From an optimization exercise on the open Yosys and OpenROAD flow, aimed at small area and a short achievable clock period; shortcuts taken in it are not production practice. Where RTL was checked, it was by simulation tests only, not by an equivalence proof against the original.

==> inputs of run H <==
## filter_chain
module filter_chain (
    input  wire        clk,
    input  wire        rst,
    input  wire        cfg_lane,         
    input  wire [2:0]  cfg_cic_order,    
    input  wire [12:0] cfg_cic_decim,    
    input  wire [5:0]  cfg_cic_shift,    
    input  wire [4:0]  cfg_fir_decim,    
    input  wire [5:0]  cfg_fir_taps,     
    input  wire [5:0]  cfg_fir_shift,    
    input  wire        cfg_dcb_en,
    input  wire [4:0]  cfg_dcb_k,        
    input  wire        coef_we,
    input  wire [4:0]  coef_addr,
    input  wire [23:0] coef_data,
    input  wire        start,
    output reg         running,
    input  wire        in_valid,
    input  wire        in_bit,
    input  wire [13:0] in_sample,
    output reg         out_valid,
    output reg  [23:0] out_data,
    output reg         out_ovf,
    output reg         out_settle,
    output reg         out_frozen
);
export LEC_CHECK = 0
export CAP_MARGIN = 20
export CORE_MARGIN = 2
export CORE_UTILIZATION = 55
export SLEW_MARGIN = 20
create_clock -name core_clock -period 20.0 [get_ports {clk}]
standard.sh (not shown) runs the stock make flow with config.mk's settings and CLKGATE_MAP_FILE= SYNTH_SCRIPT=/design/flow/synth_recipe.tcl, a recipe that flattens the netlist after the stock synthesis.
==> flow/flow/run.sh <==
#!/bin/bash
set -euo pipefail
export SETUP_SLACK_MARGIN=14.3
bash standard.sh > standard.log 2>&1
==> inputs of run E, as changes to run H <==
--- a/flow/design.v
+++ b/flow/design.v
@@ -28,58 +28,59 @@
     function [2*W-1:0] csa62;
         input [W-1:0] a, b, c;
         csa62 = {((a & b) | (a & c) | (b & c)) << 1, a ^ b ^ c};
     endfunction
     function [97:0] csa49;
         input [48:0] a, b, c;
         csa49 = {((a & b) | (a & c) | (b & c)) << 1, a ^ b ^ c};
     endfunction
+    reg  [2:0]  r_order;
+    reg  [12:0] r_decim;
     reg  [5:0]  r_cshift;
+    reg  [4:0]  r_fdecim;
+    reg  [5:0]  r_taps;
     reg  [5:0]  r_fshift;
     reg         r_dcb_en;
     reg  [4:0]  r_dcb_k;
     always @(posedge clk) begin
+        r_order  <= cfg_cic_order;
+        r_decim  <= cfg_cic_decim;
         r_cshift <= cfg_cic_shift;
+        r_fdecim <= cfg_fir_decim;
+        r_taps   <= cfg_fir_taps;
         r_fshift <= cfg_fir_shift;
         r_dcb_en <= cfg_dcb_en;
         r_dcb_k  <= cfg_dcb_k;
     end
-    wire [4:0]  r_dcb_k_m4 = r_dcb_k - 5'd4;
     reg  [12:0] d_decim_m1;     
     reg  [3:0]  d_fdecim_m1;    
     reg  [5:0]  d_taps_m1;      
     reg  [5:0]  d_taps;         
     reg  [2:0]  d_ipass;        
     reg  [4:1]  d_n;            
     reg  [6:0]  d_span;         
-    reg  [2:0]  d_ka [0:3];     
-    reg  [1:0]  d_kb [0:3];     
+    reg  [4:0]  d_mk;           
+    reg  [4:0]  d_mkn;          
     reg  [4:0]  d_xk;           
     always @(posedge clk) begin
-        d_decim_m1  <= cfg_cic_decim - 13'd1;
-        d_fdecim_m1 <= cfg_fir_decim[3:0] - 4'd1;
-        d_taps_m1   <= cfg_fir_taps - 6'd1;
-        d_taps      <= cfg_fir_taps;
-        d_ipass[0]  <= cfg_cic_order < 3'd4;
-        d_ipass[1]  <= cfg_cic_order < 3'd3;
-        d_ipass[2]  <= cfg_cic_order < 3'd2;
-        d_n[1]      <= cfg_cic_order == 3'd1;
-        d_n[2]      <= cfg_cic_order == 3'd2;
-        d_n[3]      <= cfg_cic_order == 3'd3;
-        d_n[4]      <= cfg_cic_order == 3'd4;
-        d_span      <= {4'd0, cfg_cic_order} + {1'b0, cfg_fir_taps} + (r_dcb_en ? {2'd0, cfg_fir_decim} : 7'd0);
-        d_ka[0]     <= r_dcb_k_m4[4:2];
-        d_kb[0]     <= r_dcb_k_m4[1:0];
-        d_ka[1]     <= r_dcb_k_m4[4:2] ^ 3'b111;
-        d_kb[1]     <= r_dcb_k_m4[1:0] ^ 2'b11;
-        d_ka[2]     <= r_dcb_k_m4[4:2] ^ 3'b101;
-        d_kb[2]     <= r_dcb_k_m4[1:0] ^ 2'b01;
-        d_ka[3]     <= r_dcb_k_m4[4:2] ^ 3'b010;
-        d_kb[3]     <= r_dcb_k_m4[1:0] ^ 2'b10;
+        d_decim_m1  <= r_decim - 13'd1;
+        d_fdecim_m1 <= r_fdecim[3:0] - 4'd1;
+        d_taps_m1   <= r_taps - 6'd1;
+        d_taps      <= r_taps;
+        d_ipass[0]  <= r_order < 3'd4;
+        d_ipass[1]  <= r_order < 3'd3;
+        d_ipass[2]  <= r_order < 3'd2;
+        d_n[1]      <= r_order == 3'd1;
+        d_n[2]      <= r_order == 3'd2;
+        d_n[3]      <= r_order == 3'd3;
+        d_n[4]      <= r_order == 3'd4;
+        d_span      <= {4'd0, r_order} + {1'b0, r_taps} + (r_dcb_en ? {2'd0, r_fdecim} : 7'd0);
+        d_mk        <= r_dcb_k - 5'd4;
+        d_mkn       <= ~(cfg_dcb_k - 5'd4);
         d_xk        <= 5'd24 - r_dcb_k;
     end
     reg clr;    
     always @(posedge clk) begin
         if (rst) begin
             running <= 1'b0;
             clr     <= 1'b0;
         end else begin
@@ -404,35 +405,24 @@
             fy_ovf    <= fr_ovf | fr_hi | fr_lo;
             fy_settle <= fr_settle;
         end
     end
     reg  [47:0] dm;
     wire [25:0] dd = {{2{fy[23]}}, fy} + {{2{~dm[47]}}, ~dm[47:24]} + {25'd0, ~dm[23]};
     wire        dd_hi = !dd[25] && dd[24:23] != 2'b00;
     wire        dd_lo =  dd[25] && dd[24:23] != 2'b11;
-    localparam [11:0] KA_MASK = 12'b010_101_111_000;
-    localparam [7:0]  KB_MASK = 8'b10_01_11_00;
-    reg  [47:0] dm_t, dm_sh;
-    reg  [2:0]  dsa;
-    reg  [1:0]  dsb;
-    integer dsi, dsc, dsx;
+    reg  [47:0] dm_sh;
+    integer dsj, dsi;
     always @(*) begin
-        for (dsi = 0; dsi < 48; dsi = dsi + 1) begin
-            dsc = dsi / 12;
-            dsa = d_ka[dsc] ^ KA_MASK[3*dsc +: 3];
-            dsx = dsi + 4 + 4 * dsa;
-            dm_t[dsi] = (dsx < 48) ? dm[dsx] : dm[47];
-        end
-        for (dsi = 0; dsi < 48; dsi = dsi + 1) begin
-            dsc = dsi / 12;
-            dsb = d_kb[dsc] ^ KB_MASK[2*dsc +: 2];
-            dsx = dsi + dsb;
-            dm_sh[dsi] = (dsx < 48) ? dm_t[dsx] : dm[47];
-        end
+        dm_sh = {{4{dm[47]}}, dm[47:4]};
+        for (dsj = 0; dsj < 5; dsj = dsj + 1)
+            for (dsi = 0; dsi < 48; dsi = dsi + 1)
+                if (dsi < 24 ? d_mk[dsj] : !d_mkn[dsj])
+                    dm_sh[dsi] = (dsi + (1 << dsj) < 48) ? dm_sh[dsi + (1 << dsj)] : dm[47];
     end
     wire [47:0] dx_sh = fyx;
     reg  [20:0] dlow;    
     integer dl_i;
     always @(*) begin
         dlow[0] = 1'b1;
         for (dl_i = 1; dl_i < 21; dl_i = dl_i + 1)
             dlow[dl_i] = dlow[dl_i - 1] & !dm[dl_i - 1];
==> flow/run.sh (new file) <==
#!/bin/bash
# synth_recipe.tcl (not shown) runs the flow's synth.tcl, then flattens the netlist and writes it again
# the make line also repeats each setting of config.mk as NAME=value (left out here)
make -C /OpenROAD-flow-scripts/flow DESIGN_CONFIG=/design/flow/config.mk WORK_HOME=/design/flow/orfs CLKGATE_MAP_FILE= SYNTH_SCRIPT=/design/flow/synth_recipe.tcl finish
Settings changed: CAP_MARGIN 20 to 40, SLEW_MARGIN 20 to 50.
removed: flow/flow/run.sh
removed: flow/standard.sh
==> flow_summary.json <==
{
  "nNonClkInverters": 1074,
  "syn-cell-area_um2": 152000,
  "crit_path_end_kind": "output port",
  "bufAreaShareNonClock_pct": 1.78,
  "multiInputGateArea_um2": 75500,
  "hold_start": "ring[22][5]",
  "multi_input_area_share_pct": 44.9,
  "outcome": "timing/DRC/antenna clean"
}
the above is filed under run H

==> flow_summary.json <==
{
  "bufAreaShareNonClock_pct": 1.92,
  "crit_path_end_kind": "register",
  "synthTopCellsByArea": "dfxtp_1 26%, edfxtp_1 20%, fa_1 7.3%, ha_1 6.0%, mux4_2 5.1%",
  "multiInputGateArea_um2": 74000,
  "synth_compound_area_share_pct": 13.6,
  "nNonClkInverters": 1205,
  "hold_start": "ring[15][18]",
  "seq_power_share_pct": 30.1,
  "outcome": "timing/DRC/antenna clean",
  "multi_input_area_share_pct": 44.1
}
the above is filed under run E

The RTL of run H was laid out without a check of its function.

## separate check: timing with driven ports
The flow's constraints put no driver on any port. The routed layouts listed below were extracted and timed again, unchanged, in two steps.
Step 1 assumes that a clkbuf_16 drives the clock port and a buf_2 every other input.
Step 2 also shifts input and output timing later by t, the mid clock arrival at the registers, as if the neighbouring blocks saw the same clock.
Three values: no drivers, after step 1, after step 2; two values: the first two.
run	t (ns)	setup WS [ns]	slew at the worst register clock pin (ns)	worst slew at a driven data input, ns	pins driven straight from the clock port
run H	0.992	14.389 / 14.289 / 13.614	0.07 / 0.07	0.32	1
run E	1.006	13.069 / 13.069 / 13.069	0.07 / 0.07	0.36	1
After both steps setup and hold are still met in every run listed. For run H, which loses most, drivers alone change the setup slack by -0.100 ns; drivers and shift together by -0.775 ns.
